From an optimization exercise on the open Yosys and OpenROAD flow, aimed at small area, a short achievable clock period and few clock cycles per item; shortcuts taken in it are not production practice. Only simulation tests tie the RTL to the original design; equivalence was not proved. Power figures rest on the tool's default switching activity, not on a simulated workload.

==> design/flow/design.v <==
module dz16_rs_dec (
    input             clk,
    input             rst,         
    input             in_valid,
    output            in_ready,
    input      [63:0] in_data,
    output            out_valid,
    input             out_ready,
    output     [63:0] out_data,
    output            out_last,
    output     [1:0]  out_status   
);
    localparam [1:0] ST_CLEAN = 2'd0, ST_CORR = 2'd1, ST_UNCORR = 2'd2, ST_POISON = 2'd3;
    localparam integer NROW = 13;
    localparam [63:0] POISON_S = 64'h917fe9c4ff071064;
    function [7:0] gf_mul(input [7:0] a, input [7:0] b);
        integer i;
        reg [7:0] p, aa;
        begin
            p  = 8'd0;
            aa = a;
            for (i = 0; i < 8; i = i + 1) begin
                if (b[i]) p = p ^ aa;
                aa = {aa[6:0], 1'b0} ^ (aa[7] ? 8'h1D : 8'h00);
            end
            gf_mul = p;
        end
    endfunction
    localparam [3:0] LAM = 4'hf;
    function [3:0] g16_mul(input [3:0] a, input [3:0] b);
        integer i;
        reg [3:0] p, aa;
        begin
            p  = 4'd0;
            aa = a;
            for (i = 0; i < 4; i = i + 1) begin
                if (b[i]) p = p ^ aa;
                aa = {aa[2:0], 1'b0} ^ (aa[3] ? 4'h3 : 4'h0);
            end
            g16_mul = p;
        end
    endfunction
    function [7:0] cm(input [7:0] a, input [7:0] b);
        reg [3:0] m0, m1, m2;
        begin
            m0 = g16_mul(a[3:0], b[3:0]);
            m1 = g16_mul(a[7:4], b[7:4]);
            m2 = g16_mul(a[3:0] ^ a[7:4], b[3:0] ^ b[7:4]);
            cm = {m2 ^ m0, m0 ^ g16_mul(LAM, m1)};
        end
    endfunction
    function [7:0] csq(input [7:0] a);
        reg [3:0] h, l;
        begin
            h = g16_mul(a[7:4], a[7:4]);
            l = g16_mul(a[3:0], a[3:0]);
            csq = {h, l ^ g16_mul(LAM, h)};
        end
    endfunction
    function [3:0] g16_inv(input [3:0] a);
        begin
            case (a)
            4'h0: g16_inv = 4'h0;
            4'h1: g16_inv = 4'h1;
            4'h2: g16_inv = 4'h9;
            4'h3: g16_inv = 4'he;
            4'h4: g16_inv = 4'hd;
            4'h5: g16_inv = 4'hb;
            4'h6: g16_inv = 4'h7;
            4'h7: g16_inv = 4'h6;
            4'h8: g16_inv = 4'hf;
            4'h9: g16_inv = 4'h2;
            4'ha: g16_inv = 4'hc;
            4'hb: g16_inv = 4'h5;
            4'hc: g16_inv = 4'ha;
            4'hd: g16_inv = 4'h4;
            4'he: g16_inv = 4'h3;
            4'hf: g16_inv = 4'h8;
            default: g16_inv = 4'h0;
            endcase
        end
    endfunction
    function cmember(input [7:0] a);
        begin
            case (a)
            8'h01, 8'h02, 8'h03, 8'h04, 8'h08, 8'h13, 8'h17, 8'h18, 8'h1a, 8'h23, 8'h26, 8'h27, 8'h29, 8'h30, 8'h31, 8'h32, 8'h33, 8'h34, 8'h36, 8'h3e, 8'h40, 8'h41, 8'h44, 8'h46, 8'h48, 8'h4c, 8'h4e, 8'h52, 8'h56, 8'h57, 8'h5d, 8'h60, 8'h62, 8'h64, 8'h66, 8'h6b, 8'h6c, 8'h6f, 8'h71, 8'h72, 8'h78, 8'h7a, 8'h80, 8'h82, 8'h83, 8'h88, 8'h89, 8'h8b, 8'h8c, 8'h95, 8'h9a, 8'ha1, 8'ha4, 8'ha5, 8'ha9, 8'hb3, 8'hb9, 8'hba, 8'hc0, 8'hc4, 8'hc5, 8'hc8, 8'hcb, 8'hcd, 8'hd5, 8'he2, 8'he3, 8'he4, 8'he7, 8'hf8, 8'hfb, 8'hfe: cmember = 1'b1;
            default: cmember = 1'b0;
            endcase
        end
    endfunction
    function [7:0] cqsolve(input [7:0] a);
        begin
            cqsolve = 8'h00;
            if (a[0]) cqsolve = cqsolve ^ 8'h06;
            if (a[1]) cqsolve = cqsolve ^ 8'h0a;
            if (a[2]) cqsolve = cqsolve ^ 8'h08;
            if (a[3]) cqsolve = cqsolve ^ 8'h14;
            if (a[4]) cqsolve = cqsolve ^ 8'h78;
            if (a[5]) cqsolve = cqsolve ^ 8'ha7;
            if (a[6]) cqsolve = cqsolve ^ 8'h95;
            if (a[7]) cqsolve = cqsolve ^ 8'h52;
        end
    endfunction
    function [7:0] to_z(input [7:0] a);
        begin
            to_z = 8'h00;
            if (a[0]) to_z = to_z ^ 8'h41;
            if (a[1]) to_z = to_z ^ 8'h51;
            if (a[2]) to_z = to_z ^ 8'h24;
            if (a[3]) to_z = to_z ^ 8'hb0;
            if (a[4]) to_z = to_z ^ 8'hb7;
            if (a[5]) to_z = to_z ^ 8'hff;
            if (a[6]) to_z = to_z ^ 8'h82;
            if (a[7]) to_z = to_z ^ 8'ha2;
        end
    endfunction
    function [7:0] to_poly(input [7:0] a);
        begin
            to_poly = 8'h00;
            if (a[0]) to_poly = to_poly ^ 8'h01;
            if (a[1]) to_poly = to_poly ^ 8'h98;
            if (a[2]) to_poly = to_poly ^ 8'h4e;
            if (a[3]) to_poly = to_poly ^ 8'h0a;
            if (a[4]) to_poly = to_poly ^ 8'h8a;
            if (a[5]) to_poly = to_poly ^ 8'h16;
            if (a[6]) to_poly = to_poly ^ 8'h02;
            if (a[7]) to_poly = to_poly ^ 8'h2d;
        end
    endfunction
    function [7:0] lanes(input [7:0] z);
        integer j;
        for (j = 0; j < 8; j = j + 1)
            lanes[j] = (z == (8'h80 >> j));
    endfunction
    function [7:0] zstep(input [7:0] z);
        zstep = gf_mul(z, 8'h1d);
    endfunction
    function [7:0] cinv(input [7:0] a);
        reg [3:0] d, di;
        begin
            d  = g16_mul(a[3:0], a[3:0] ^ a[7:4]) ^ g16_mul(LAM, g16_mul(a[7:4], a[7:4]));
            di = g16_inv(d);
            cinv = {g16_mul(a[7:4], di), g16_mul(a[3:0] ^ a[7:4], di)};
        end
    endfunction
    reg  [3:0]   in_beat;
    reg  [63:0]  synd;
    reg  [63:0]  ring   [0:NROW-1];
    reg          rvalid [0:NROW-1];
    reg  [3:0]   hdiff;
    reg  [3:0]   used;
    reg          sv;           
    reg          a_valid;      
    reg          a2_valid;     
    reg          b_valid;      
    reg          cur_valid;    
    reg  [2:0]   out_beat;
    wire at_head   = (hdiff == 4'd0);
    wire offer     = cur_valid & at_head & rvalid[NROW-1];
    wire adv       = at_head & (pop | ~rvalid[NROW-1]);
    wire free_tap  = at_head ? (~rvalid[NROW-1] | pop)
                             : (~rvalid[NROW-1] & ({1'b0, NROW[3:0]} - {1'b0, hdiff} >= {1'b0, used}));
    wire pop       = offer & out_ready;
    wire is_check  = (in_beat == 4'd8);
    assign in_ready = is_check ? (~b_valid & (~rvalid[NROW-1] | pop)) : free_tap;
    wire take      = in_valid & in_ready;
    wire push      = take & ~is_check;
    wire [63:0] sm = (in_beat == 4'd0) ? 64'd0 : synd;
    wire [63:0] synd_next;
    wire sy_t0 = in_data[61] ^ in_data[62];
    wire sy_t1 = in_data[58] ^ sy_t0;
    wire sy_t2 = in_data[52] ^ in_data[53];
    wire sy_t3 = in_data[5] ^ in_data[14];
    wire sy_t4 = in_data[2] ^ in_data[13];
    wire sy_t5 = in_data[21] ^ in_data[26];
    wire sy_t6 = in_data[54] ^ in_data[55];
    wire sy_t7 = in_data[1] ^ in_data[35];
    wire sy_t8 = in_data[37] ^ in_data[45];
    wire sy_t9 = in_data[6] ^ in_data[46];
    wire sy_t10 = in_data[10] ^ in_data[50];
    wire sy_t11 = in_data[12] ^ in_data[22];
    wire sy_t12 = in_data[18] ^ in_data[30];
    wire sy_t13 = in_data[34] ^ in_data[38];
    wire sy_t14 = in_data[3] ^ in_data[31];
    wire sy_t15 = in_data[29] ^ in_data[39];
    wire sy_t16 = in_data[25] ^ in_data[36];
    wire sy_t17 = in_data[41] ^ in_data[51];
    wire sy_t18 = in_data[60] ^ sy_t1;
    wire sy_t19 = in_data[16] ^ in_data[61];
    wire sy_t20 = in_data[11] ^ in_data[19];
    wire sy_t21 = in_data[27] ^ in_data[43];
    wire sy_t22 = in_data[8] ^ in_data[40];
    wire sy_t23 = in_data[20] ^ in_data[28];
    wire sy_t24 = in_data[15] ^ in_data[23];
    wire sy_t25 = in_data[33] ^ in_data[44];
    wire sy_t26 = in_data[24] ^ in_data[48];
    wire sy_t27 = in_data[4] ^ in_data[7];
    wire sy_t28 = in_data[9] ^ in_data[17];
    wire sy_t29 = in_data[32] ^ in_data[42];
    wire sy_t30 = in_data[47] ^ sy_t4;
    wire sy_t31 = in_data[49] ^ in_data[63];
    wire sy_t32 = sy_t5 ^ sy_t9;
    wire sy_t33 = sy_t2 ^ sy_t23;
    wire sy_t34 = in_data[12] ^ sy_t7;
    wire sy_t35 = sy_t6 ^ sy_t16;
    wire sy_t36 = in_data[57] ^ in_data[59];
    wire sy_t37 = in_data[0] ^ in_data[51];
    wire sy_t38 = in_data[42] ^ sy_t3;
    wire sy_t39 = sy_t8 ^ sy_t13;
    wire sy_t40 = in_data[59] ^ sy_t0;
    wire sy_t41 = sy_t14 ^ sy_t24;
    wire sy_t42 = in_data[60] ^ sy_t36;
    wire sy_t43 = sy_t10 ^ sy_t18;
    wire sy_t44 = in_data[2] ^ in_data[15];
    wire sy_t45 = in_data[56] ^ sy_t19;
    wire sy_t46 = in_data[44] ^ sy_t12;
    wire sy_t47 = sy_t15 ^ sy_t17;
    wire sy_t48 = in_data[18] ^ in_data[28];
    wire sy_t49 = in_data[27] ^ in_data[47];
    wire sy_t50 = in_data[34] ^ in_data[46];
    wire sy_t51 = in_data[21] ^ sy_t20;
    wire sy_t52 = sy_t6 ^ sy_t21;
    wire sy_t53 = in_data[30] ^ sy_t11;
    wire sy_t54 = in_data[37] ^ sy_t27;
    wire sy_t55 = in_data[49] ^ sy_t22;
    wire sy_t56 = in_data[23] ^ sy_t25;
    wire sy_t57 = in_data[9] ^ sy_t29;
    wire sy_t58 = in_data[5] ^ in_data[13];
    wire sy_t59 = in_data[25] ^ in_data[43];
    wire sy_t60 = in_data[7] ^ in_data[26];
    wire sy_t61 = in_data[31] ^ in_data[45];
    wire sy_t62 = in_data[40] ^ in_data[50];
    wire sy_t63 = sm[58] ^ sm[60];
    wire sy_t64 = sy_t21 ^ sy_t28;
    wire sy_t65 = in_data[16] ^ sy_t2;
    wire sy_t66 = in_data[17] ^ sy_t15;
    wire sy_t67 = in_data[48] ^ sy_t31;
    wire sy_t68 = sy_t38 ^ sy_t39;
    wire sy_t69 = in_data[61] ^ sy_t42;
    wire sy_t70 = sy_t25 ^ sy_t30;
    wire sy_t71 = in_data[29] ^ in_data[53];
    wire sy_t72 = in_data[36] ^ in_data[54];
    wire sy_t73 = in_data[22] ^ in_data[54];
    wire sy_t74 = in_data[38] ^ in_data[63];
    wire sy_t75 = in_data[1] ^ in_data[55];
    wire sy_t76 = in_data[6] ^ in_data[15];
    wire sy_t77 = in_data[0] ^ in_data[8];
    wire sy_t78 = in_data[19] ^ in_data[41];
    wire sy_t79 = in_data[11] ^ in_data[20];
    wire sy_t80 = in_data[5] ^ in_data[38];
    wire sy_t81 = in_data[11] ^ in_data[55];
    wire sy_t82 = in_data[27] ^ in_data[42];
    wire sy_t83 = in_data[10] ^ in_data[22];
    wire sy_t84 = sm[59] ^ sm[61];
    wire sy_t85 = in_data[51] ^ sy_t3;
    wire sy_t86 = in_data[49] ^ sy_t16;
    wire sy_t87 = in_data[4] ^ sy_t14;
    wire sy_t88 = in_data[53] ^ sy_t5;
    wire sy_t89 = in_data[32] ^ sy_t10;
    wire sy_t90 = in_data[33] ^ sy_t17;
    wire sy_t91 = in_data[39] ^ sy_t26;
    wire sy_t92 = sy_t56 ^ sy_t61;
    wire sy_t93 = sy_t19 ^ sy_t53;
    wire sy_t94 = in_data[24] ^ sy_t18;
    wire sy_t95 = sy_t11 ^ sy_t43;
    wire sy_t96 = in_data[4] ^ in_data[29];
    wire sy_t97 = in_data[13] ^ in_data[35];
    wire sy_t98 = sm[8] ^ sm[12];
    wire sy_t99 = in_data[34] ^ sm[15];
    wire sy_t100 = in_data[39] ^ in_data[62];
    wire sy_t101 = in_data[3] ^ in_data[37];
    wire sy_t102 = in_data[6] ^ in_data[19];
    wire sy_t103 = in_data[13] ^ in_data[20];
    wire sy_t104 = in_data[40] ^ in_data[48];
    wire sy_t105 = in_data[52] ^ sm[19];
    wire sy_t106 = in_data[8] ^ in_data[36];
    wire sy_t107 = sm[24] ^ sm[27];
    wire sy_t108 = in_data[5] ^ in_data[23];
    wire sy_t109 = sm[32] ^ sm[39];
    wire sy_t110 = in_data[28] ^ in_data[41];
    wire sy_t111 = sm[40] ^ sm[41];
    wire sy_t112 = in_data[25] ^ in_data[54];
    wire sy_t113 = sm[49] ^ sm[52];
    wire sy_t114 = sm[50] ^ sm[53];
    wire sy_t115 = sm[51] ^ sm[54];
    wire sy_t116 = in_data[0] ^ sy_t22;
    wire sy_t117 = sy_t8 ^ sy_t58;
    wire sy_t118 = sy_t8 ^ sy_t9;
    wire sy_t119 = in_data[52] ^ sy_t59;
    wire sy_t120 = sm[13] ^ sy_t3;
    wire sy_t121 = sm[14] ^ sy_t13;
    wire sy_t122 = in_data[16] ^ sy_t20;
    wire sy_t123 = in_data[50] ^ sy_t29;
    wire sy_t124 = sy_t7 ^ sy_t28;
    wire sy_t125 = sy_t11 ^ sy_t44;
    wire sy_t126 = in_data[43] ^ sy_t2;
    wire sy_t127 = in_data[9] ^ sy_t48;
    wire sy_t128 = sy_t37 ^ sy_t50;
    wire sy_t129 = sy_t2 ^ sy_t27;
    wire sy_t130 = sy_t12 ^ sy_t83;
    wire sy_t131 = sm[56] ^ sy_t63;
    wire sy_t132 = sm[62] ^ sy_t84;
    wire sy_t133 = sy_t32 ^ sy_t33;
    wire sy_t134 = in_data[7] ^ sy_t85;
    wire sy_t135 = in_data[31] ^ sy_t46;
    wire sy_t136 = sy_t15 ^ sy_t30;
    wire sy_t137 = sy_t1 ^ sy_t10;
    wire sy_t138 = in_data[10] ^ sy_t45;
    wire sy_t139 = in_data[24] ^ sy_t35;
    wire sy_t140 = sm[18] ^ sy_t47;
    wire sy_t141 = sy_t80 ^ sy_t125;
    wire sy_t142 = sy_t31 ^ sy_t40;
    wire sy_t143 = in_data[4] ^ sy_t45;
    wire sy_t144 = sy_t1 ^ sy_t37;
    wire sy_t145 = in_data[18] ^ sy_t54;
    wire sy_t146 = sy_t4 ^ sy_t68;
    wire sy_t147 = in_data[14] ^ in_data[62];
    wire sy_t148 = in_data[22] ^ in_data[47];
    wire sy_t149 = in_data[17] ^ in_data[42];
    wire sy_t150 = in_data[44] ^ sm[11];
    wire sy_t151 = in_data[0] ^ in_data[3];
    wire sy_t152 = in_data[17] ^ in_data[37];
    wire sy_t153 = in_data[31] ^ sm[17];
    wire sy_t154 = in_data[16] ^ in_data[19];
    wire sy_t155 = sm[28] ^ sm[29];
    wire sy_t156 = in_data[6] ^ in_data[29];
    wire sy_t157 = in_data[40] ^ sm[25];
    wire sy_t158 = in_data[1] ^ in_data[45];
    wire sy_t159 = in_data[33] ^ in_data[48];
    wire sy_t160 = in_data[49] ^ sm[33];
    wire sy_t161 = in_data[36] ^ sm[34];
    wire sy_t162 = in_data[32] ^ sm[35];
    wire sy_t163 = in_data[47] ^ in_data[52];
    wire sy_t164 = in_data[33] ^ in_data[41];
    wire sy_t165 = in_data[28] ^ in_data[34];
    wire sy_t166 = sm[43] ^ sm[45];
    wire sy_t167 = sm[40] ^ sm[46];
    wire sy_t168 = in_data[26] ^ in_data[39];
    wire sy_t169 = in_data[37] ^ sm[48];
    wire sy_t170 = in_data[11] ^ in_data[40];
    wire sy_t171 = in_data[33] ^ sm[63];
    wire sy_t172 = in_data[21] ^ sy_t26;
    wire sy_t173 = in_data[63] ^ sy_t24;
    wire sy_t174 = sy_t12 ^ sy_t71;
    wire sy_t175 = sy_t17 ^ sy_t96;
    wire sy_t176 = sy_t9 ^ sy_t23;
    wire sy_t177 = in_data[35] ^ sy_t60;
    wire sy_t178 = sm[12] ^ sy_t97;
    wire sy_t179 = in_data[26] ^ sy_t7;
    wire sy_t180 = sy_t16 ^ sy_t27;
    wire sy_t181 = sy_t23 ^ sy_t77;
    wire sy_t182 = in_data[30] ^ sy_t104;
    wire sy_t183 = in_data[46] ^ sy_t29;
    wire sy_t184 = in_data[62] ^ sy_t49;
    wire sy_t185 = sy_t12 ^ sy_t21;
    wire sy_t186 = in_data[44] ^ sy_t26;
    wire sy_t187 = in_data[14] ^ sy_t7;
    wire sy_t188 = in_data[17] ^ sy_t19;
    wire sy_t189 = sm[30] ^ sy_t24;
    wire sy_t190 = sm[27] ^ sy_t17;
    wire sy_t191 = in_data[53] ^ sy_t3;
    wire sy_t192 = in_data[43] ^ sy_t6;
    wire sy_t193 = sm[37] ^ sy_t161;
    wire sy_t194 = sy_t44 ^ sy_t102;
    wire sy_t195 = in_data[23] ^ sy_t81;
    wire sy_t196 = sy_t82 ^ sy_t164;
    wire sy_t197 = sy_t5 ^ sy_t8;
    wire sy_t198 = sy_t22 ^ sy_t111;
    wire sy_t199 = in_data[49] ^ sy_t165;
    wire sy_t200 = sm[41] ^ sy_t4;
    wire sy_t201 = in_data[32] ^ sy_t3;
    wire sy_t202 = sy_t7 ^ sy_t79;
    wire sy_t203 = in_data[2] ^ sy_t114;
    wire sy_t204 = in_data[27] ^ sy_t115;
    wire sy_t205 = sy_t28 ^ sy_t72;
    wire sy_t206 = sy_t20 ^ sy_t113;
    wire sy_t207 = in_data[10] ^ sy_t76;
    wire sy_t208 = sm[57] ^ sy_t13;
    wire sy_t209 = sy_t71 ^ sy_t117;
    wire sy_t210 = sy_t40 ^ sy_t52;
    wire sy_t211 = sy_t41 ^ sy_t51;
    wire sy_t212 = in_data[3] ^ sy_t34;
    wire sy_t213 = sy_t25 ^ sy_t51;
    wire sy_t214 = sy_t33 ^ sy_t64;
    wire sy_t215 = sm[9] ^ sy_t119;
    wire sy_t216 = sy_t98 ^ sy_t120;
    wire sy_t217 = sy_t55 ^ sy_t59;
    wire sy_t218 = sy_t65 ^ sy_t99;
    wire sy_t219 = in_data[34] ^ sy_t118;
    wire sy_t220 = sy_t40 ^ sy_t65;
    wire sy_t221 = sy_t77 ^ sy_t89;
    wire sy_t222 = sy_t34 ^ sy_t122;
    wire sy_t223 = sy_t19 ^ sy_t42;
    wire sy_t224 = sy_t26 ^ sy_t90;
    wire sy_t225 = sy_t32 ^ sy_t49;
    wire sy_t226 = sy_t57 ^ sy_t105;
    wire sy_t227 = sy_t13 ^ sy_t47;
    wire sy_t228 = sy_t29 ^ sy_t33;
    wire sy_t229 = sy_t30 ^ sy_t86;
    wire sy_t230 = sy_t62 ^ sy_t190;
    wire sy_t231 = in_data[31] ^ sy_t91;
    wire sy_t232 = sy_t55 ^ sy_t109;
    wire sy_t233 = sm[36] ^ sy_t41;
    wire sy_t234 = sy_t14 ^ sy_t66;
    wire sy_t235 = sy_t46 ^ sy_t67;
    wire sy_t236 = sy_t197 ^ sy_t198;
    wire sy_t237 = sy_t32 ^ sy_t35;
    wire sy_t238 = sy_t41 ^ sy_t200;
    wire sy_t239 = in_data[61] ^ sy_t129;
    wire sy_t240 = sy_t73 ^ sy_t137;
    wire sy_t241 = sy_t86 ^ sy_t214;
    wire sy_t242 = sy_t121 ^ sy_t136;
    wire sy_t243 = sy_t37 ^ sy_t92;
    wire sy_t244 = sy_t39 ^ sy_t139;
    wire sy_t245 = sy_t140 ^ sy_t226;
    wire sy_t246 = sm[16] ^ sy_t141;
    wire sy_t247 = sy_t126 ^ sy_t227;
    wire sy_t248 = in_data[19] ^ sy_t69;
    wire sy_t249 = sy_t70 ^ sy_t107;
    wire sy_t250 = sy_t5 ^ sy_t134;
    wire sy_t251 = sy_t12 ^ sy_t143;
    wire sy_t252 = sy_t18 ^ sy_t26;
    wire sy_t253 = sm[55] ^ sy_t70;
    wire sy_t254 = in_data[13] ^ sy_t145;
    wire sy_t255 = sy_t94 ^ sy_t218;
    wire sy_t256 = sy_t95 ^ sy_t133;
    assign synd_next[0] = in_data[32] ^ sm[0] ^ sy_t45 ^ sy_t116 ^ sy_t172 ^ sy_t209;
    assign synd_next[1] = sm[1] ^ sy_t46 ^ sy_t72 ^ sy_t96 ^ sy_t146 ^ sy_t256;
    assign synd_next[2] = in_data[30] ^ in_data[38] ^ sm[2] ^ sy_t9 ^ sy_t73 ^ sy_t147;
    assign synd_next[3] = in_data[30] ^ in_data[53] ^ sm[3] ^ sy_t15 ^ sy_t74 ^ sy_t97 ^ sy_t118 ^ sy_t134 ^ sy_t148 ^ sy_t210 ^ sy_t211;
    assign synd_next[4] = in_data[36] ^ sm[4] ^ sy_t6 ^ sy_t27 ^ sy_t68 ^ sy_t135 ^ sy_t136 ^ sy_t173 ^ sy_t256;
    assign synd_next[5] = sm[5] ^ sy_t32 ^ sy_t146 ^ sy_t174 ^ sy_t240;
    assign synd_next[6] = sm[6] ^ sy_t69 ^ sy_t117 ^ sy_t175 ^ sy_t212 ^ sy_t213 ^ sy_t241;
    assign synd_next[7] = in_data[21] ^ in_data[61] ^ sm[7] ^ sy_t209;
    assign synd_next[8] = sy_t53 ^ sy_t54 ^ sy_t75 ^ sy_t138 ^ sy_t176 ^ sy_t211 ^ sy_t215 ^ sy_t216 ^ sy_t242;
    assign synd_next[9] = in_data[51] ^ sm[10] ^ sy_t25 ^ sy_t76 ^ sy_t149 ^ sy_t177 ^ sy_t217 ^ sy_t255;
    assign synd_next[10] = in_data[8] ^ in_data[17] ^ in_data[23] ^ sy_t3 ^ sy_t53 ^ sy_t87 ^ sy_t88 ^ sy_t100 ^ sy_t150 ^ sy_t178;
    assign synd_next[11] = in_data[44] ^ sy_t35 ^ sy_t48 ^ sy_t64 ^ sy_t78 ^ sy_t173 ^ sy_t179 ^ sy_t216 ^ sy_t219 ^ sy_t220 ^ sy_t221;
    assign synd_next[12] = in_data[18] ^ in_data[26] ^ sm[11] ^ sm[13] ^ sy_t22 ^ sy_t31 ^ sy_t38 ^ sy_t64 ^ sy_t73 ^ sy_t178 ^ sy_t180 ^ sy_t243 ^ sy_t255;
    assign synd_next[13] = in_data[10] ^ in_data[30] ^ in_data[47] ^ in_data[55] ^ sm[15] ^ sy_t1 ^ sy_t44 ^ sy_t66 ^ sy_t98 ^ sy_t101 ^ sy_t121 ^ sy_t133 ^ sy_t150 ^ sy_t217 ^ sy_t222;
    assign synd_next[14] = in_data[6] ^ sy_t24 ^ sy_t99 ^ sy_t120 ^ sy_t123 ^ sy_t215 ^ sy_t223 ^ sy_t224;
    assign synd_next[15] = in_data[21] ^ sm[10] ^ sm[12] ^ sy_t79 ^ sy_t87 ^ sy_t93 ^ sy_t119 ^ sy_t242;
    assign synd_next[16] = sm[20] ^ sm[21] ^ sy_t20 ^ sy_t124 ^ sy_t135 ^ sy_t138 ^ sy_t140 ^ sy_t181 ^ sy_t225 ^ sy_t244;
    assign synd_next[17] = in_data[23] ^ sm[22] ^ sy_t43 ^ sy_t102 ^ sy_t103 ^ sy_t151 ^ sy_t182 ^ sy_t245;
    assign synd_next[18] = in_data[16] ^ sm[23] ^ sy_t48 ^ sy_t60 ^ sy_t105 ^ sy_t106 ^ sy_t152 ^ sy_t183 ^ sy_t184 ^ sy_t246;
    assign synd_next[19] = in_data[1] ^ in_data[8] ^ in_data[24] ^ in_data[54] ^ sm[20] ^ sy_t48 ^ sy_t57 ^ sy_t142 ^ sy_t153 ^ sy_t213 ^ sy_t247;
    assign synd_next[20] = in_data[47] ^ in_data[48] ^ sm[18] ^ sy_t43 ^ sy_t74 ^ sy_t90 ^ sy_t116 ^ sy_t152 ^ sy_t185 ^ sy_t228;
    assign synd_next[21] = in_data[5] ^ in_data[15] ^ in_data[45] ^ sy_t1 ^ sy_t35 ^ sy_t50 ^ sy_t154 ^ sy_t177 ^ sy_t186 ^ sy_t245;
    assign synd_next[22] = in_data[50] ^ sm[19] ^ sy_t47 ^ sy_t55 ^ sy_t127 ^ sy_t246 ^ sy_t248;
    assign synd_next[23] = sy_t8 ^ sy_t17 ^ sy_t81 ^ sy_t153 ^ sy_t180 ^ sy_t187 ^ sy_t188 ^ sy_t225;
    assign synd_next[24] = in_data[14] ^ sy_t10 ^ sy_t21 ^ sy_t88 ^ sy_t143 ^ sy_t155 ^ sy_t183 ^ sy_t189 ^ sy_t212 ^ sy_t244 ^ sy_t249;
    assign synd_next[25] = in_data[18] ^ sm[31] ^ sy_t43 ^ sy_t101 ^ sy_t107 ^ sy_t156 ^ sy_t157 ^ sy_t229 ^ sy_t250;
    assign synd_next[26] = in_data[24] ^ sm[26] ^ sm[28] ^ sy_t4 ^ sy_t11 ^ sy_t23 ^ sy_t81 ^ sy_t92 ^ sy_t100 ^ sy_t124 ^ sy_t128 ^ sy_t157;
    assign synd_next[27] = in_data[7] ^ in_data[35] ^ sm[26] ^ sy_t9 ^ sy_t16 ^ sy_t26 ^ sy_t30 ^ sy_t74 ^ sy_t82 ^ sy_t155 ^ sy_t220 ^ sy_t230;
    assign synd_next[28] = in_data[52] ^ sm[28] ^ sy_t31 ^ sy_t34 ^ sy_t60 ^ sy_t94 ^ sy_t108 ^ sy_t219 ^ sy_t230;
    assign synd_next[29] = in_data[6] ^ in_data[22] ^ in_data[43] ^ sm[29] ^ sy_t14 ^ sy_t35 ^ sy_t57 ^ sy_t62 ^ sy_t79 ^ sy_t144 ^ sy_t191 ^ sy_t249;
    assign synd_next[30] = in_data[4] ^ in_data[5] ^ in_data[50] ^ sm[25] ^ sy_t28 ^ sy_t34 ^ sy_t69 ^ sy_t176 ^ sy_t189 ^ sy_t229 ^ sy_t231;
    assign synd_next[31] = sm[26] ^ sm[31] ^ sy_t13 ^ sy_t51 ^ sy_t52 ^ sy_t56 ^ sy_t93 ^ sy_t158 ^ sy_t221;
    assign synd_next[32] = in_data[21] ^ sy_t33 ^ sy_t50 ^ sy_t57 ^ sy_t61 ^ sy_t70 ^ sy_t78 ^ sy_t187 ^ sy_t192 ^ sy_t232 ^ sy_t251;
    assign synd_next[33] = in_data[25] ^ sm[39] ^ sy_t8 ^ sy_t50 ^ sy_t95 ^ sy_t122 ^ sy_t159 ^ sy_t160 ^ sy_t181 ^ sy_t233;
    assign synd_next[34] = in_data[24] ^ sy_t46 ^ sy_t52 ^ sy_t123 ^ sy_t147 ^ sy_t193 ^ sy_t194 ^ sy_t234;
    assign synd_next[35] = sm[38] ^ sy_t20 ^ sy_t34 ^ sy_t58 ^ sy_t62 ^ sy_t142 ^ sy_t162 ^ sy_t163 ^ sy_t243;
    assign synd_next[36] = in_data[43] ^ sy_t27 ^ sy_t95 ^ sy_t109 ^ sy_t128 ^ sy_t162 ^ sy_t195 ^ sy_t235;
    assign synd_next[37] = sm[33] ^ sm[35] ^ sy_t20 ^ sy_t66 ^ sy_t103 ^ sy_t129 ^ sy_t158 ^ sy_t196 ^ sy_t232 ^ sy_t233 ^ sy_t240;
    assign synd_next[38] = in_data[2] ^ in_data[9] ^ in_data[14] ^ in_data[27] ^ in_data[32] ^ sy_t51 ^ sy_t69 ^ sy_t91 ^ sy_t92 ^ sy_t130 ^ sy_t160 ^ sy_t193;
    assign synd_next[39] = in_data[38] ^ in_data[49] ^ sm[34] ^ sm[35] ^ sm[38] ^ sy_t30 ^ sy_t38 ^ sy_t110 ^ sy_t174 ^ sy_t179 ^ sy_t188 ^ sy_t192;
    assign synd_next[40] = sm[42] ^ sm[45] ^ sy_t47 ^ sy_t52 ^ sy_t108 ^ sy_t138 ^ sy_t186 ^ sy_t228 ^ sy_t236;
    assign synd_next[41] = sm[46] ^ sy_t54 ^ sy_t64 ^ sy_t135 ^ sy_t148 ^ sy_t166 ^ sy_t194 ^ sy_t199 ^ sy_t252;
    assign synd_next[42] = in_data[9] ^ in_data[53] ^ sm[47] ^ sy_t55 ^ sy_t100 ^ sy_t141 ^ sy_t167 ^ sy_t196 ^ sy_t237;
    assign synd_next[43] = in_data[18] ^ in_data[20] ^ in_data[45] ^ sm[44] ^ sm[47] ^ sy_t20 ^ sy_t21 ^ sy_t40 ^ sy_t67 ^ sy_t75 ^ sy_t85 ^ sy_t87 ^ sy_t111 ^ sy_t123;
    assign synd_next[44] = in_data[0] ^ in_data[4] ^ sm[42] ^ sm[44] ^ sy_t6 ^ sy_t43 ^ sy_t78 ^ sy_t149 ^ sy_t168 ^ sy_t235 ^ sy_t238;
    assign synd_next[45] = in_data[38] ^ sy_t104 ^ sy_t130 ^ sy_t144 ^ sy_t166 ^ sy_t238 ^ sy_t241;
    assign synd_next[46] = sm[42] ^ sy_t32 ^ sy_t38 ^ sy_t75 ^ sy_t106 ^ sy_t159 ^ sy_t167 ^ sy_t185 ^ sy_t223 ^ sy_t234;
    assign synd_next[47] = in_data[38] ^ in_data[41] ^ sm[43] ^ sm[47] ^ sy_t91 ^ sy_t112 ^ sy_t201 ^ sy_t202 ^ sy_t236 ^ sy_t239;
    assign synd_next[48] = in_data[12] ^ in_data[42] ^ sy_t62 ^ sy_t101 ^ sy_t113 ^ sy_t139 ^ sy_t203 ^ sy_t247 ^ sy_t251;
    assign synd_next[49] = in_data[0] ^ sm[49] ^ sy_t14 ^ sy_t28 ^ sy_t60 ^ sy_t110 ^ sy_t146 ^ sy_t195 ^ sy_t204 ^ sy_t252;
    assign synd_next[50] = in_data[6] ^ in_data[20] ^ in_data[62] ^ sm[50] ^ sy_t34 ^ sy_t41 ^ sy_t65 ^ sy_t169 ^ sy_t182 ^ sy_t205 ^ sy_t253;
    assign synd_next[51] = in_data[5] ^ sm[51] ^ sy_t10 ^ sy_t11 ^ sy_t22 ^ sy_t67 ^ sy_t110 ^ sy_t156 ^ sy_t169 ^ sy_t206 ^ sy_t210;
    assign synd_next[52] = in_data[4] ^ in_data[10] ^ sy_t18 ^ sy_t67 ^ sy_t72 ^ sy_t82 ^ sy_t88 ^ sy_t108 ^ sy_t114 ^ sy_t127 ^ sy_t170;
    assign synd_next[53] = in_data[29] ^ in_data[52] ^ in_data[55] ^ sy_t5 ^ sy_t41 ^ sy_t49 ^ sy_t80 ^ sy_t115 ^ sy_t124 ^ sy_t137 ^ sy_t145 ^ sy_t203 ^ sy_t224;
    assign synd_next[54] = in_data[1] ^ in_data[41] ^ sm[48] ^ sy_t22 ^ sy_t35 ^ sy_t42 ^ sy_t54 ^ sy_t93 ^ sy_t168 ^ sy_t204 ^ sy_t207 ^ sy_t253;
    assign synd_next[55] = in_data[29] ^ sm[55] ^ sy_t7 ^ sy_t44 ^ sy_t93 ^ sy_t106 ^ sy_t126 ^ sy_t128 ^ sy_t201 ^ sy_t206;
    assign synd_next[56] = in_data[56] ^ sm[63] ^ sy_t10 ^ sy_t34 ^ sy_t90 ^ sy_t131 ^ sy_t132 ^ sy_t170 ^ sy_t199 ^ sy_t237 ^ sy_t239;
    assign synd_next[57] = in_data[39] ^ sy_t9 ^ sy_t24 ^ sy_t52 ^ sy_t83 ^ sy_t94 ^ sy_t116 ^ sy_t131 ^ sy_t202 ^ sy_t208 ^ sy_t254;
    assign synd_next[58] = in_data[11] ^ in_data[33] ^ in_data[34] ^ in_data[45] ^ sm[57] ^ sy_t2 ^ sy_t57 ^ sy_t84 ^ sy_t130 ^ sy_t131 ^ sy_t184 ^ sy_t250;
    assign synd_next[59] = in_data[20] ^ sy_t4 ^ sy_t63 ^ sy_t66 ^ sy_t78 ^ sy_t112 ^ sy_t132 ^ sy_t142 ^ sy_t172 ^ sy_t191 ^ sy_t208;
    assign synd_next[60] = in_data[12] ^ in_data[40] ^ sm[56] ^ sm[62] ^ sy_t18 ^ sy_t33 ^ sy_t74 ^ sy_t75 ^ sy_t154 ^ sy_t171 ^ sy_t231 ^ sy_t254;
    assign synd_next[61] = in_data[49] ^ sm[57] ^ sm[60] ^ sm[62] ^ sy_t39 ^ sy_t49 ^ sy_t58 ^ sy_t76 ^ sy_t87 ^ sy_t89 ^ sy_t112 ^ sy_t127 ^ sy_t144 ^ sy_t222;
    assign synd_next[62] = sm[61] ^ sy_t11 ^ sy_t63 ^ sy_t68 ^ sy_t88 ^ sy_t151 ^ sy_t171 ^ sy_t205 ^ sy_t207 ^ sy_t248;
    assign synd_next[63] = in_data[8] ^ in_data[25] ^ in_data[61] ^ sy_t28 ^ sy_t32 ^ sy_t56 ^ sy_t89 ^ sy_t103 ^ sy_t132 ^ sy_t163 ^ sy_t175;
    wire [7:0] s0 = synd[7:0],   s1 = synd[15:8],  s2 = synd[23:16], s3 = synd[31:24];
    wire [7:0] a_det = cm(s0, s2) ^ csq(s1);
    wire [7:0] a_A   = cm(s0, s3) ^ cm(s1, s2);
    wire [7:0] a_B   = cm(s1, s3) ^ csq(s2);
    wire       a_case2 = (a_det != 8'd0);
    wire [7:0] a_U   = a_case2 ? a_det : s0;
    wire [7:0] a_V   = a_case2 ? a_A : s1;
    wire [7:0] a_W   = a_case2 ? a_B : 8'd0;
    wire [63:0] hs = ring[2];
    reg  [7:0]  r1_U, r1_V, r1_W;
    reg         r1_clean, r1_poison, r1_case2, r1_Anz, r1_S0nz;
    reg  [7:0]  ra_invU, ra_invV;
    wire [7:0] b_s0 = hs[7:0],   b_s1 = hs[15:8],  b_s2 = hs[23:16], b_s3 = hs[31:24];
    wire [7:0] b_s4 = hs[39:32], b_s5 = hs[47:40], b_s6 = hs[55:48], b_s7 = hs[63:56];
    wire [7:0] sig1 = cm(r1_V, ra_invU);
    wire [7:0] sig2 = cm(r1_W, ra_invU);
    wire [7:0] rho  = cm(r1_U, ra_invV);
    wire [7:0] e2 = b_s4 ^ cm(sig1, b_s3) ^ cm(sig2, b_s2);
    wire [7:0] e3 = b_s5 ^ cm(sig1, b_s4) ^ cm(sig2, b_s3);
    wire [7:0] e4 = b_s6 ^ cm(sig1, b_s5) ^ cm(sig2, b_s4);
    wire [7:0] e5 = b_s7 ^ cm(sig1, b_s6) ^ cm(sig2, b_s5);
    wire       ver_ok = ({e2, e3, e4, e5} == 32'd0);
    wire [7:0] qc   = cm(sig2, csq(rho));
    wire       qtr  = ^(qc & 8'h80);
    reg  [7:0]  rb_sig1, rb_w0, rb_s1rho, rb_s0;
    reg         rb_ok1, rb_ok2, rb_case2, rb_clean, rb_poison;
    wire [7:0] x1   = rb_case2 ? cm(rb_sig1, rb_w0) : rb_sig1;
    wire [7:0] x2   = x1 ^ rb_sig1;
    wire [7:0] y1   = rb_case2 ? (rb_s1rho ^ cm(rb_s0, rb_w0 ^ 8'h01)) : rb_s0;
    wire [7:0] y2   = y1 ^ rb_s0;
    wire       ok1  = rb_ok1 & cmember(x1);
    wire       ok2  = rb_ok2 & cmember(x1) & cmember(x2);
    wire [1:0] c_next_status = rb_clean ? ST_CLEAN : rb_poison ? ST_POISON
                             : (ok1 | ok2) ? ST_CORR : ST_UNCORR;
    reg  [1:0] c_status;
    reg  [7:0] c_z1, c_z2, c_y1, c_y2;
    reg  [7:0] c_m1, c_m2;      
    wire       load_cur = b_valid & (~cur_valid | (pop & (out_beat == 3'd7)));
    assign out_valid  = offer;
    assign out_last   = (out_beat == 3'd7);
    assign out_status = c_status;
    reg [63:0] odata;
    integer oj;
    always @* begin
        odata = ring[NROW-1];
        for (oj = 0; oj < 8; oj = oj + 1) begin
            if (c_m1[oj]) odata[8*oj +: 8] = odata[8*oj +: 8] ^ c_y1;
            if (c_m2[oj]) odata[8*oj +: 8] = odata[8*oj +: 8] ^ c_y2;
        end
        if (c_status[1])
            odata = 64'd0;
    end
    assign out_data = odata;
    integer ri;
    always @(posedge clk) begin
        ring[0]  <= push ? in_data : ring[NROW-1];
        ring[1]  <= sv ? synd : ring[0];
        for (ri = 1; ri < NROW; ri = ri + 1) begin
            if (ri > 1)
                ring[ri] <= ring[ri-1];
            rvalid[ri] <= rvalid[ri-1];
        end
        rvalid[0] <= push | (rvalid[NROW-1] & ~pop);
        if (take)
            synd <= synd_next;
        if (sv) begin
            r1_U      <= a_U;
            r1_V      <= a_V;
            r1_W      <= a_W;
            r1_clean  <= (synd == 64'd0);
            r1_poison <= (synd == POISON_S);
            r1_case2  <= a_case2;
            r1_Anz    <= (a_A != 8'd0);
            r1_S0nz   <= (s0 != 8'd0);
        end
        ra_invU   <= cinv(r1_U);
        ra_invV   <= cinv(r1_V);
        if (a2_valid) begin
            rb_sig1   <= sig1;
            rb_w0     <= cqsolve(qc);
            rb_s1rho  <= cm(b_s1, rho);
            rb_s0     <= b_s0;
            rb_ok1    <= ~r1_case2 & r1_S0nz & ~r1_Anz & ver_ok;
            rb_ok2    <= r1_case2 & r1_Anz & ~qtr & ver_ok;
            rb_case2  <= r1_case2;
            rb_clean  <= r1_clean;
            rb_poison <= r1_poison;
        end
        if (load_cur) begin
            c_status <= c_next_status;
            c_z1     <= to_z(x1);
            c_z2     <= rb_case2 ? to_z(x2) : 8'd0;
            c_m1     <= lanes(to_z(x1));
            c_m2     <= rb_case2 ? lanes(to_z(x2)) : 8'd0;
            c_y1     <= to_poly(y1);
            c_y2     <= rb_case2 ? to_poly(y2) : 8'd0;
        end else if (pop) begin
            c_z1     <= zstep(c_z1);
            c_z2     <= zstep(c_z2);
            c_m1     <= lanes(zstep(c_z1));
            c_m2     <= lanes(zstep(c_z2));
        end
        if (rst) begin
            in_beat   <= 4'd0;
            for (ri = 0; ri < NROW; ri = ri + 1)
                rvalid[ri] <= 1'b0;
            hdiff     <= 4'd0;
            used      <= 4'd0;
            sv        <= 1'b0;
            a_valid   <= 1'b0;
            a2_valid  <= 1'b0;
            b_valid   <= 1'b0;
            cur_valid <= 1'b0;
            out_beat  <= 3'd0;
        end else begin
            if (take)
                in_beat <= is_check ? 4'd0 : in_beat + 4'd1;
            if (at_head)
                hdiff <= (rvalid[NROW-1] & ~pop) ? NROW - 1 : 4'd0;
            else
                hdiff <= hdiff - 4'd1;
            if (push)
                used <= at_head ? NROW : NROW - hdiff + 4'd1;
            else if (adv && used != 4'd0)
                used <= used - 4'd1;
            sv      <= take & is_check;
            a_valid  <= sv;
            a2_valid <= a_valid;
            if (a2_valid)
                b_valid <= 1'b1;
            else if (load_cur)
                b_valid <= 1'b0;
            if (load_cur)
                cur_valid <= 1'b1;
            else if (pop & (out_beat == 3'd7))
                cur_valid <= 1'b0;
            if (pop)
                out_beat <= out_beat + 3'd1;
        end
    end
endmodule
==> design/flow/flow/run.sh <==
#!/bin/bash
# The standard layout (standard.sh, unchanged synthesis and steps), except
# that the input and output ports are buffered with buf_2 cells instead of
# the default port buffer cell. Full make output goes to standard.log.
set -uo pipefail
export BUFFER_PORTS_ARGS="-buffer_cell sky130_fd_sc_hd__buf_2"
bash standard.sh > standard.log 2>&1
==> design/flow/standard.sh <==
#!/bin/bash
# synth_recipe.tcl (not shown) runs the flow's synth.tcl, then flattens the netlist and writes it again
# the make line also repeats each setting of config.mk as NAME=value (left out here)
make -C /OpenROAD-flow-scripts/flow DESIGN_CONFIG=/design/flow/config.mk WORK_HOME=/design/flow/orfs CLKGATE_MAP_FILE= SYNTH_SCRIPT=/design/flow/synth_recipe.tcl "${@:-finish}"
==> design/flow/config.mk <==
export PLATFORM = sky130hd
export DESIGN_NAME = dz16_rs_dec
export DESIGN_NICKNAME = dz16_rs_dec
export VERILOG_FILES = /design/flow/design.v
export SDC_FILE = /design/flow/constraint.sdc
export NUM_CORES = 4
export LEC_CHECK = 0
export CAP_MARGIN = 20
export CORE_MARGIN = 2
export CORE_UTILIZATION = 40
export SETUP_SLACK_MARGIN = 5
export SLEW_MARGIN = 20
==> design/flow/constraint.sdc <==
create_clock -name core_clock -period 10.0 [get_ports {clk}]
set_input_delay 2.0000 -clock core_clock [delete_from_list [all_inputs] [get_ports {clk}]]
set_output_delay 2.0000 -clock core_clock [all_outputs]
set_load 0.01 [all_outputs]
==> impl_metrics.py, run 1 <==
metrics = {
    "yosys": {
        "syn-num-nets": 6405,
        "yosysTopAreaCell": "dfxtp_1",
        "seq_area_frac_synth_pct": 39.1,
        "yosysWarnings": 3,
        "avgSynthCellArea_um2": 9.39,
        "synthCells": 6272,
        "synthTopCellsByArea": "dfxtp_1 30%, xnor2_1 22%, edfxtp_1 9.1%",
        "synth.distinct_cells": 89,
        "synth_top_area_share_pct": 30.0,
        "synth-main-ff-cell": "dfxtp_1",
        "yosys.cell_count.top_type": "xnor2_1",
        "synth-edff-count": 179,
        "ys_seq_elements": 1060,
        "synthArstFlopShare_pct": 0,
        "synth_area_mm2": 0.0589,
        "ys_top_cells_by_count": "1499 x xnor2_1, 998 x nand2_1, 881 x dfxtp_1",
    },
    "critical_path": {
        "r2r_slack_ns": 5.15,
        "path_cells": "xnor2_2, xor2_1, a211o_1, a211oi_2, or3_1, nand3_1, xnor2_1, xnor3_1, xnor3_1, xnor2_2, xor2_1, mux2i_1, o211ai_1, nor4_1",
        "crit_path_max_fanout": 9,
        "cp.arrival_ns": 5.33,
        "path_delay_family": "XOR/XNOR gates",
        "ff2ff_path_depth": 14,
        "slowest_delay_ns": 0.50,
        "rr_endpoint": "rb_ok1",
        "crit_slowest_cell": "edfxtp_1",
        "cp-start-kind": "register",
        "worstPathRequired_ns": 10.48,
        "path_buf_inv": 0,
        "crit_path_end_kind": "register",
        "crit_type": "reg -> reg",
        "r2r-start": "r1_W[1]",
    },
    "layout": {
        "seq_area_mm2": 0.0230,
        "final_area_mm2": 0.0661,
        "layout-drive-gt1-share_pct": 11.6,
        "fillerInstances": 13900,
        "multi_input_area_mm2": 0.0346,
        "nets": 6429,
        "area_growth_syn_to_layout_pct": 12.2,
    },
    "cts": {
        "cts_tree": "built",
        "cts_sinks": 1060,
        "ctsRootBufferMaster": "clkbuf_16",
        "clock_path_buffers": 3,
        "insertion_delay_ns": 0.74,
        "clk_pin_slew_ns": 0.06,
        "htree_levels": 3,
        "cts_made_buffers": 103,
    },
    "timing": {
        "fmax_mhz": 206,
        "tightest_slew_ns": 1.24,
        "rsz0062_at_grt": "yes",
        "hold_violations": 0,
        "slew_headroom_pct": 17.0,
        "final.setup.worst_slack_ns": 5.15,
        "finalClockSkew_ns": 0.0804,
        "setup_viol": 0,
        "final.setup.tns_ns": 0,
        "drv_slew": 0,
        "fin_crit_sh_pct": 48.5,
        "timing.hold.ws_ns": 0.263,
        "fin_crit_ns": 4.85,
    },
    "drt": {
        "wirelength_um": 195000,
        "wl_per_cell_um": 23.4,
        "drtAntennaViolNets": 0,
        "drc": 0,
        "drtIter0Drc": 4651,
        "drt-vias-per-instance": 5.20,
        "drtPass1Iterations": 7,
        "routed-via-count": 43200,
    },
    "floorplanning": {
        "initial_utilization_pct": 40.3,
        "die-area_mm2": 0.150,
        "dieWidth_um": 388,
        "io-pin-count": 137,
        "core_area_mm2": 0.146,
        "rows": 140,
        "die_h_um": 388,
    },
    "global_routing": {
        "grt_pass1_wl_um": 280000,
        "grt_util_all_layers_pct": 25.2,
        "antenna_found_initial": 13,
        "grt_pass1_vias": 40200,
        "gr-total-overflow": 0,
        "grt_max_degree": 70,
    },
    "place": {
        "port_buffers": 136,
        "dp_slack_ns": 4.23,
        "gp_congestion": 1.00,
        "place_hpwl_um": 146000,
        "placed_area_mm2": 0.0611,
    },
    "worst_hold_path": {
        "hold_depth": 0,
        "hold_start": "ring[5][20]",
        "whs_endpoint": "ring[6][20]",
        "min_path_type": "reg -> reg",
    },
    "power": {
        "ir_worst_vdd_v": 0.000567,
        "leakage_nw": 25.6,
        "power.density_mw_per_mm2": 432,
    },
    "run": {
        "cap_violations": 0,
    },
    "outcome": {
        "status": "complete, no violations",
    },
}
[registers in the layout, indices dropped and copies added, names as in the netlist, 2 cells and up]
name	cells
ring	832
synd	64
rvalid	13
c_m1	8
c_m2	8
c_y1	8
c_y2	8
c_z1	8
c_z2	8
r1_U	8
r1_V	8
r1_W	8
ra_invU	8
ra_invV	8
rb_s0	8
rb_s1rho	8
rb_sig1	8
rb_w0	7
hdiff	4
in_beat	4
used	4
out_beat	3
c_status	2
[worst max path at each step]
| stage | slack (ns) | depth (start not counted) | startpoint | end |
|---|---|---|---|---|
| 6_report | 5.15 | 14 | r1_W[1] | rb_ok1 |
| 4_1_cts | 4.95 | 16 | r1_V[4] | rb_ok1 |
| 3_3_place_gp | 4.30 | 15 | r1_V[2] | rb_ok1 |
| 2_1_floorplan | 5.34 | 7 | out_ready | in_beat[2] |
| 3_5_place_dp | 4.23 | 15 | r1_V[2] | rb_ok1 |
| 5_1_grt | 4.93 | 14 | r1_W[1] | rb_ok1 |
[logic make-up after synthesis]
kind of cell,synth area share [%]
AO/OA/AOI/OAI,6.14
XOR/XNOR,34.3
adder cells (fa/ha/maj),1.38
buffers and inverters,3.29
flip-flops,39.1
multiplexers,2.99
AND/OR/NAND/NOR,12.8
[cells in the final DEF, fill, tap and decap left out, types with 10 or more instances in the layout]
cell,n
xnor2_1,1471
nand2_1,996
dfxtp_1,871
xor2_1,486
nor2_1,458
edfxtp_1,179
a21oi_1,169
buf_4,162
o21ai_0,156
buf_2,138
clkbuf_16,111
mux2_2,92
inv_1,85
mux2i_1,66
ha_1,61
xnor3_1,59
nand3_1,54
nor2b_1,51
nor3_1,49
a22oi_1,47
xnor2_2,47
nand2b_1,42
o22ai_1,42
a31oi_1,21
xnor2_4,21
a211oi_1,21
clkbuf_1,19
nor4_1,17
nand4_1,17
o211ai_1,17
nor3b_1,16
a221oi_1,15
xor2_2,15
clkbuf_8,14
and3_1,13
a21o_1,12
or3_1,11
clkinv_2,11
nand3b_1,10
xnor3_2,10
[per-stage QoR]
step	std cells	utilization (%)	power [mW]
after floorplan	6272	-	19.8
after global placement	8026	41.9	24.3
after detailed placement	8028	41.9	24.4
after CTS	8246	44.7	28.6
after global routing	8299	45.3	30.2
final	8304	45.3	28.5
[cell type report]
cell class | instances | area share, %
clock buffer | 144 | 4.60
timing repair buffer | 308 | 3.11
inverter | 94 | 0.545
sequential | 1060 | 34.9
antenna | 5 | 0.0189
clock inverter | 47 | 0.864
tap | 1917 | 3.63
multi-input combinational | 4729 | 52.4
[power breakdown]
part,switching (mW),total (mW),internal (mW)
Combinational,9.07,16.4,7.37
Sequential,1.34,8.10,6.76
Clock,1.78,4.01,2.23
Total,12.2,28.5,16.4
[repair_timing]
action | in CTS | in global routing
pin swaps | 2 | 15
setup buffers | 27 | 53
setup endpoints to repair | 25 | 33
gates resized for setup | 35 | 68
hold buffers | 0 | 0
[routing by layer]
metal | routed length (µm) | vias to the layer above | global-route usage, %
li1 | - | 20200 | -
met1 | 85100 | 20700 | 35.1
met2 | 85100 | 1935 | 39.1
met3 | 16700 | 368 | 4.34
met4 | 7650 | 6 | 9.11
met5 | 38 | - | 0
Testbench counts, summed over its fixed seeds: cycles 17,376, items 1,920.
==> inputs of run 2 (changes only) <==
--- a/design/flow/design.v
+++ b/design/flow/design.v
@@ -489,8 +489,12 @@
     assign synd_next[62] = sm[61] ^ sy_t11 ^ sy_t63 ^ sy_t68 ^ sy_t88 ^ sy_t151 ^ sy_t171 ^ sy_t205 ^ sy_t207 ^ sy_t248;
     assign synd_next[63] = in_data[8] ^ in_data[25] ^ in_data[61] ^ sy_t28 ^ sy_t32 ^ sy_t56 ^ sy_t89 ^ sy_t103 ^ sy_t132 ^ sy_t163 ^ sy_t175;
+    reg  [7:0]  rb_sig1, rb_w0, rb_s1rho, rb_s0;
+    reg         rb_ok1, rb_ok2, rb_case2, rb_clean, rb_poison;
     wire [7:0] s0 = synd[7:0],   s1 = synd[15:8],  s2 = synd[23:16], s3 = synd[31:24];
-    wire [7:0] a_det = cm(s0, s2) ^ csq(s1);
+    wire [7:0] sh_p1 = cm(sv ? s0 : rb_sig1, sv ? s2 : rb_w0);
+    wire [7:0] sh_p2 = cm(sv ? s1 : rb_s0,   sv ? s3 : rb_w0 ^ 8'h01);
+    wire [7:0] a_det = sh_p1 ^ csq(s1);
     wire [7:0] a_A   = cm(s0, s3) ^ cm(s1, s2);
-    wire [7:0] a_B   = cm(s1, s3) ^ csq(s2);
+    wire [7:0] a_B   = sh_p2 ^ csq(s2);
     wire       a_case2 = (a_det != 8'd0);
     wire [7:0] a_U   = a_case2 ? a_det : s0;
@@ -513,9 +517,7 @@
     wire [7:0] qc   = cm(sig2, csq(rho));
     wire       qtr  = ^(qc & 8'h80);
-    reg  [7:0]  rb_sig1, rb_w0, rb_s1rho, rb_s0;
-    reg         rb_ok1, rb_ok2, rb_case2, rb_clean, rb_poison;
-    wire [7:0] x1   = rb_case2 ? cm(rb_sig1, rb_w0) : rb_sig1;
+    wire [7:0] x1   = rb_case2 ? sh_p1 : rb_sig1;
     wire [7:0] x2   = x1 ^ rb_sig1;
-    wire [7:0] y1   = rb_case2 ? (rb_s1rho ^ cm(rb_s0, rb_w0 ^ 8'h01)) : rb_s0;
+    wire [7:0] y1   = rb_case2 ? (rb_s1rho ^ sh_p2) : rb_s0;
     wire [7:0] y2   = y1 ^ rb_s0;
     wire       ok1  = rb_ok1 & cmember(x1);
==> design/flow/run.sh (new file) <==
#!/bin/bash
# synth_recipe.tcl (not shown) runs the flow's synth.tcl, then flattens the netlist and writes it again
# the make line also repeats each setting of config.mk as NAME=value (left out here)
make -C /OpenROAD-flow-scripts/flow DESIGN_CONFIG=/design/flow/config.mk WORK_HOME=/design/flow/orfs CLKGATE_MAP_FILE= SYNTH_SCRIPT=/design/flow/synth_recipe.tcl finish
removed: design/flow/flow/run.sh
removed: design/flow/standard.sh
==> run 2 against run 1 <==
Sequential cell count did not move; worst setup slack got worse by 0.13 ns; clock skew fell by 0.015 ns; first-iteration DRC count rose by 2.9%; utilization rose by 2.6 points; critical path type is now in -> reg; critical endpoint is now synd[41]; largest power group unchanged.
==> impl_metrics.py, run 2 <==
metrics = {
    "outcome": {
        "status": "complete, no violations",
    },
    "timing": {
        "setup_viol": 0,
        "fin_crit_sh_pct": 49.8,
        "fin_crit_ns": 4.98,
        "fmax_mhz": 201,
        "slew_headroom_pct": 19.9,
        "final.setup.tns_ns": 0,
        "hold_violations": 0,
        "drv_slew": 0,
        "finalClockSkew_ns": 0.0652,
        "rsz0062_at_grt": "yes",
        "tightest_slew_ns": 1.19,
    },
    "place": {
        "place_hpwl_um": 152000,
        "port_buffers": 136,
        "gp_congestion": 1.04,
    },
    "global_routing": {
        "grt_util_all_layers_pct": 27.3,
        "grt_pass1_vias": 39700,
        "antenna_found_initial": 17,
        "grt_max_degree": 62,
        "grt_pass1_wl_um": 290000,
        "gr-total-overflow": 0,
    },
    "yosys": {
        "yosys.cell_count.top_type": "xnor2_1",
        "syn-num-nets": 6071,
        "yosysTopAreaCell": "dfxtp_1",
        "synth-main-ff-cell": "dfxtp_1",
        "avgSynthCellArea_um2": 9.70,
        "yosysWarnings": 3,
        "synth_area_mm2": 0.0576,
        "ys_seq_elements": 1060,
        "synth-edff-count": 179,
        "synthTopCellsByArea": "dfxtp_1 31%, xnor2_1 22%, edfxtp_1 9.3%",
        "ys_top_cells_by_count": "1442 x xnor2_1, 881 x dfxtp_1, 717 x nand2_1",
        "synthArstFlopShare_pct": 0,
        "seq_area_frac_synth_pct": 39.9,
        "synth_top_area_share_pct": 30.6,
        "synth.distinct_cells": 84,
        "synthCells": 5938,
    },
    "power": {
        "power_switching_share_pct": 41.1,
        "leakage_nw": 26.5,
        "switchingPower_mw": 10.6,
        "seq_power_share_pct": 29.3,
        "internal_power_mw": 15.2,
        "pwr-share-comb_pct": 54.8,
        "clockPowerShare_pct": 15.9,
        "power.density_mw_per_mm2": 377,
        "ir_worst_vdd_v": 0.000673,
        "total_power_mw": 25.9,
    },
    "drt": {
        "wl_per_cell_um": 25.6,
        "drtIter0Drc": 4785,
        "drc": 0,
        "drtAntennaViolNets": 0,
        "drt-vias-per-instance": 5.27,
        "drtPass1Iterations": 6,
        "wirelength_um": 210000,
        "routed-via-count": 43100,
    },
    "floorplanning": {
        "dieWidth_um": 384,
        "rows": 139,
        "core_area_mm2": 0.143,
        "die_h_um": 384,
        "initial_utilization_pct": 40.2,
        "die-area_mm2": 0.147,
        "io-pin-count": 137,
    },
    "cts": {
        "cts_made_buffers": 103,
        "clock_path_buffers": 3,
        "ctsRootBufferMaster": "clkbuf_16",
        "htree_levels": 3,
        "insertion_delay_ns": 0.74,
        "cts_tree": "built",
        "clk_pin_slew_ns": 0.07,
        "cts_sinks": 1060,
    },
    "critical_path": {
        "crit_slowest_cell": "xor2_1",
        "r2r_slack_ns": 5.07,
        "cp-start-kind": "input port",
        "slowest_delay_ns": 0.81,
        "cp.arrival_ns": 5.48,
        "crit_path_end_kind": "register",
        "rr_endpoint": "rb_ok1",
        "crit_type": "in -> reg",
        "startpoint": "in_data[18]",
        "ff2ff_path_depth": 19,
        "crit_path_max_fanout": 6,
        "endpoint": "synd[41]",
        "worstPathRequired_ns": 10.50,
        "path_cells": "clkdlybuf4s50_1, buf_4, xor2_1, xnor2_1, xor2_1, xor2_1, xnor2_1, xnor2_1",
        "r2r-start": "r1_V[2]",
    },
    "worst_hold_path": {
        "min_path_type": "reg -> reg",
    },
    "layout": {
        "nets": 6322,
        "area_growth_syn_to_layout_pct": 19.1,
        "largest_reg_flops": 832,
        "regMostFlops": "ring",
        "largest_registers": "ring x832, synd x64, rvalid x13",
        "mostFrequentLayoutCell": "xnor2_1",
        "layout-drive-gt1-share_pct": 14.8,
        "layout_common_cells": "1371 x xnor2_1, 871 x dfxtp_1, 715 x nand2_1",
    },
    "run": {
        "cap_violations": 0,
    },
}
[run 2: changes by cell type in the layout (fill, tap and decap cells not counted), sizes merged, moves of 9 or more]
cell           delta
a21oi            -48
buf              +45
bufinv            +9
clkbuf           -13
clkdlybuf4s50   +134
mux2             +71
mux2i            +23
nand2           -282
nor2             +31
xnor2            -85
xnor3            +17
xor2             -15
[run 2: power groups by stage]
stage / Sequential (mW) / Combinational [mW] / Clock [mW]
3_5_place_dp: 7.71 / 13.5 / 0
2_1_floorplan: 7.01 / 10.2 / 0
6_report: 7.58 / 14.2 / 4.13
3_3_place_gp: 7.67 / 13.4 / 0
5_1_grt: 7.71 / 15.0 / 4.37
4_1_cts: 7.59 / 13.7 / 4.20
[run 2: logic make-up after synthesis]
logic type	share of synthesized area, %
AOI/OAI and AO/OA	5.89
xor gates and xnor gates	33.7
adders and majority gates	1.41
buffers and inverters	3.04
DFF	39.9
muxes	4.81
and+or+nand+nor	11.2
[run 2: worst min path at each step]
| stage | startpoint | cells after the start | endpoint |
|---|---|---|---|
| after global routing | ring[9][10] | 0 | ring[10][10] |
| after global placement | ring[8][44] | 0 | ring[9][44] |
| final | ring[9][10] | 0 | ring[10][10] |
| after CTS | ring[8][17] | 0 | ring[9][17] |
| after floorplan | ring[9][0] | 0 | ring[10][0] |
| after detailed placement | ring[1][41] | 0 | ring[2][41] |
[run 2: stage by stage]
| step | cells | hold WS [ns] | utilization, % | worst slack (ns) | cell area (µm²) |
|---|---|---|---|---|---|
| finish | 8190 | 0.271 | 47.9 | 5.02 | 68600 |
| global route | 8182 | 0.278 | 47.9 | 4.91 | 68600 |
| CTS | 8058 | 0.271 | 46.4 | 4.97 | 66500 |
| detailed placement | 7765 | 0.312 | 42.7 | 3.93 | 61100 |
| global placement | 7765 | 0.310 | 42.6 | 3.97 | 61100 |
| floorplan | 5938 | 0.310 | - | 5.04 | 57600 |
[run 2: area by class of cell]
type | instances | area (µm²)
Fill cell | 13300 | 74700
Clock inverter | 68 | 901
Inverter | 101 | 393
Antenna cell | 9 | 22.5
Multi-Input combinational cell | 4429 | 34400
Sequential cell | 1060 | 23000
Timing Repair Buffer | 494 | 4660
Tap cell | 1903 | 2380
Clock buffer | 126 | 2800
[run 2: critical path: cells and delay by family]
family    cells  cell delay [ns]
buf+inv       2             0.73
xor+xnor      6             2.71
[run 2: metal layers]
layer,routed length [µm],global-route usage (%),vias up
li1,-,-,19800
met1,90400,38.5,20900
met2,92000,42.0,2033
met3,18000,3.77,407
met4,9450,11.3,12
met5,84,0,-
[run 2: timing repair]
item | CTS | global route
hold buffers | 0 | 0
buffers inserted | 98 | 117
cloned | 1 | 6
resized for setup | 127 | 137
pin swaps | 18 | 65
setup endpoints to repair | 142 | 100
Testbench counts of run 2, summed over its fixed seeds: cycles 17,376, items 1,920.
==> inputs of run 3 (changes only) <==
--- a/design/flow/config.mk
+++ b/design/flow/config.mk
@@ -9,4 +9,5 @@
 export CORE_MARGIN = 2
 export CORE_UTILIZATION = 40
+export CTS_BUF_LIST = sky130_fd_sc_hd__clkbuf_8
 export SETUP_SLACK_MARGIN = 5
 export SLEW_MARGIN = 20
==> run 3 against run 2 <==
Sequential share of layout area decreased by 0.17 points; still clean on timing, DRC and antenna; worst hold slack got worse by 0.0094 ns; critical path type is now reg -> out; area after synthesis unchanged; sequential cell count unchanged; critical endpoint is now out_data[36]; sequential power about the same; die area unchanged; first-iteration DRC count increased by 5.6%; design area increased by 0.51%; via count increased by 1.3%; final cell count increased by 1.5%; worst setup slack improved by 0.022 ns; critical path depth decreased by 3.
==> impl_metrics.py, run 3 <==
metrics = {
    "outcome": {
        "status": "complete, no violations",
    },
    "timing": {
        "rsz0062_at_grt": "yes",
        "slew_headroom_pct": 13.4,
        "fin_crit_sh_pct": 49.6,
        "final.setup.tns_ns": 0,
        "tightest_slew_ns": 1.29,
        "fin_crit_ns": 4.96,
        "drv_slew": 0,
        "fmax_mhz": 202,
        "finalClockSkew_ns": 0.0805,
        "hold_violations": 0,
        "setup_viol": 0,
    },
    "worst_hold_path": {
        "hold_start": "ring[11][53]",
        "min_path_type": "reg -> reg",
    },
    "yosys": {
        "synth.distinct_cells": 84,
        "ys_top_cells_by_count": "1442 x xnor2_1, 881 x dfxtp_1, 717 x nand2_1",
        "yosysWarnings": 3,
        "avgSynthCellArea_um2": 9.70,
        "synthCells": 5938,
        "yosysTopAreaCell": "dfxtp_1",
        "syn-num-nets": 6071,
        "synthTopCellsByArea": "dfxtp_1 31%, xnor2_1 22%, edfxtp_1 9.3%",
        "synth_area_mm2": 0.0576,
        "synthArstFlopShare_pct": 0,
        "synth_top_area_share_pct": 30.6,
        "ys_seq_elements": 1060,
        "seq_area_frac_synth_pct": 39.9,
        "yosys.cell_count.top_type": "xnor2_1",
        "synth-edff-count": 179,
        "synth-main-ff-cell": "dfxtp_1",
    },
    "cts": {
        "insertion_delay_ns": 0.93,
        "htree_levels": 4,
        "cts_made_buffers": 160,
        "cts_sinks": 1060,
        "cts_tree": "built",
        "ctsRootBufferMaster": "clkbuf_8",
        "clk_pin_slew_ns": 0.07,
        "clock_path_buffers": 3,
    },
    "place": {
        "port_buffers": 136,
        "place_hpwl_um": 152000,
        "placed_area_mm2": 0.0611,
        "gp_congestion": 1.04,
    },
    "critical_path": {
        "crit_type": "reg -> out",
        "r2r-start": "r1_W[7]",
        "crit_path_max_fanout": 8,
        "slowest_delay_ns": 0.85,
        "crit_slowest_cell": "edfxtp_1",
        "path_cells": "nand2_1, xor2_1, xnor2_1, nor2_1, clkdlybuf4s50_1",
        "path_delay_family": "flip-flops",
        "worstPathRequired_ns": 8.00,
        "path_buf_inv": 1,
        "crit_path_end_kind": "output pin",
        "startpoint": "c_m2[4]",
        "cp-start-kind": "register",
        "cp.arrival_ns": 2.96,
    },
    "layout": {
        "post-route-util_pct": 48.1,
        "regMostFlops": "ring",
        "nets": 6413,
        "largest_reg_flops": 832,
        "multi_input_area_mm2": 0.0346,
        "final_area_mm2": 0.0690,
        "mostFrequentLayoutCell": "xnor2_1",
        "seq_area_mm2": 0.0230,
        "layout_common_cells": "1357 x xnor2_1, 869 x dfxtp_1, 716 x nand2_1",
        "layout-drive-gt1-share_pct": 16.3,
        "largest_registers": "ring x832, synd x64, rvalid x13",
        "fillerInstances": 13400,
        "area_growth_syn_to_layout_pct": 19.7,
    },
    "drt": {
        "wl_per_cell_um": 25.4,
        "drtAntennaViolNets": 0,
        "wirelength_um": 211000,
        "drtPass1Iterations": 6,
        "drt-vias-per-instance": 5.25,
        "drtIter0Drc": 5054,
        "routed-via-count": 43700,
        "drc": 0,
    },
    "global_routing": {
        "grt_pass1_wl_um": 291000,
        "gr-total-overflow": 0,
        "antenna_found_initial": 24,
        "grt_pass1_vias": 40300,
        "grt_util_all_layers_pct": 27.6,
        "grt_max_degree": 62,
    },
    "power": {
        "ir_worst_vdd_v": 0.000668,
        "leakage_nw": 26.9,
        "power.density_mw_per_mm2": 371,
    },
    "floorplanning": {
        "initial_utilization_pct": 40.2,
        "die_h_um": 384,
        "rows": 139,
        "io-pin-count": 137,
        "core_area_mm2": 0.143,
        "dieWidth_um": 384,
        "die-area_mm2": 0.147,
    },
    "run": {
        "cap_violations": 0,
    },
}
-- run 3: through the flow --
step           power [mW]  hold WS, ns  cells  setup WS, ns
2_1_floorplan        17.2        0.310   5938          5.04
3_3_place_gp         21.1        0.310   7765          3.97
3_5_place_dp         21.2        0.312   7765          3.93
4_1_cts              25.2        0.273   8162          4.82
5_1_grt              26.8        0.283   8306          4.91
6_report             25.6        0.261   8315          5.04
-- run 3: routing by layer --
| metal | vias up | share of wire [%] | global-route usage [%] |
|---|---|---|---|
| met1 | 21300 | 43 | 38.2 |
| li1 | 19900 | - | - |
| met2 | 2019 | 44 | 42.0 |
| met4 | 12 | 4.6 | 12.2 |
| met3 | 406 | 8.6 | 4.61 |
| met5 | - | 0.039 | 0 |
-- run 3: final cells by class --
cell class | instances | share of cell area [%]
antenna | 10 | 0.0363
clock buffer | 193 | 3.85
clock inverter | 91 | 1.21
inverter | 101 | 0.573
multi-input combinational | 4430 | 50.2
sequential | 1060 | 33.4
tap | 1903 | 3.45
timing repair buffer | 527 | 7.25
-- run 3: repair_timing --
action,4_1_cts,5_1_grt
hold buffers,0,0
gates resized for setup,128,159
pin swaps,16,72
setup buffers,112,138
setup endpoints to repair,197,36
cloned,1,5
endpoints found under the hold margin,0,0
-- run 3: logic make-up (layout without fill, tap and decap cells) --
group	count (synthesis)	in the layout	synth area share [%]
buffers and inverters	450	912	3.04
AND/OR/NAND/NOR	1526	1526	11.2
XOR/XNOR	2045	2047	33.7
flip-flops	1060	1060	39.9
multiplexers	255	255	4.81
AO/OA/AOI/OAI	537	537	5.89
adder cells (fa/ha/maj)	65	65	1.41
other	0	10	0
-- run 3: worst paths after layout --
kind	end	slack, ns	cells after the start
min	ring[12][53]	0.26	0
max reg2reg	rb_ok1	5.06	17
max	out_data[36]	5.04	5
min reg2reg	ring[12][53]	0.26	0
-- run 3: where the power goes --
group	internal, mW	switching (mW)	leakage (nW)
clock network	2.01	1.79	1.93
registers	6.50	1.09	9.06
logic	6.43	7.77	16.0

-- separate check: timing with driven ports --
In the flow no input, the clock included, has a driving cell. The finished layouts below were timed again as built, in two steps. Step 1, drivers: a clkbuf_16 drives clk and a buf_2 each remaining input, both assumed. Step 2 adds t to the input delays and takes it off the output delays; t is the mean of the earliest and latest rising clock arrival at the registers after step 1. Input paths then give back, and output paths get back, about the clock's delay inside the block. Three values: ideal ports, drivers, drivers and shift; two values: the first two.
run	t, ns	setup slack, ns	worst setup path after step 2	clock arrival spread, ns
run 1	0.790	5.154 / 5.134 / 4.613	input to register	0.091 / 0.091
run 2	0.788	5.021 / 4.960 / 4.171	input to register	0.088 / 0.089
run 3	0.942	5.043 / 4.976 / 4.218	input to register	0.104 / 0.104
After both steps setup and hold are still met in every run listed. For run 2, which loses most, drivers alone change the setup slack by -0.061 ns; drivers and shift together by -0.850 ns.
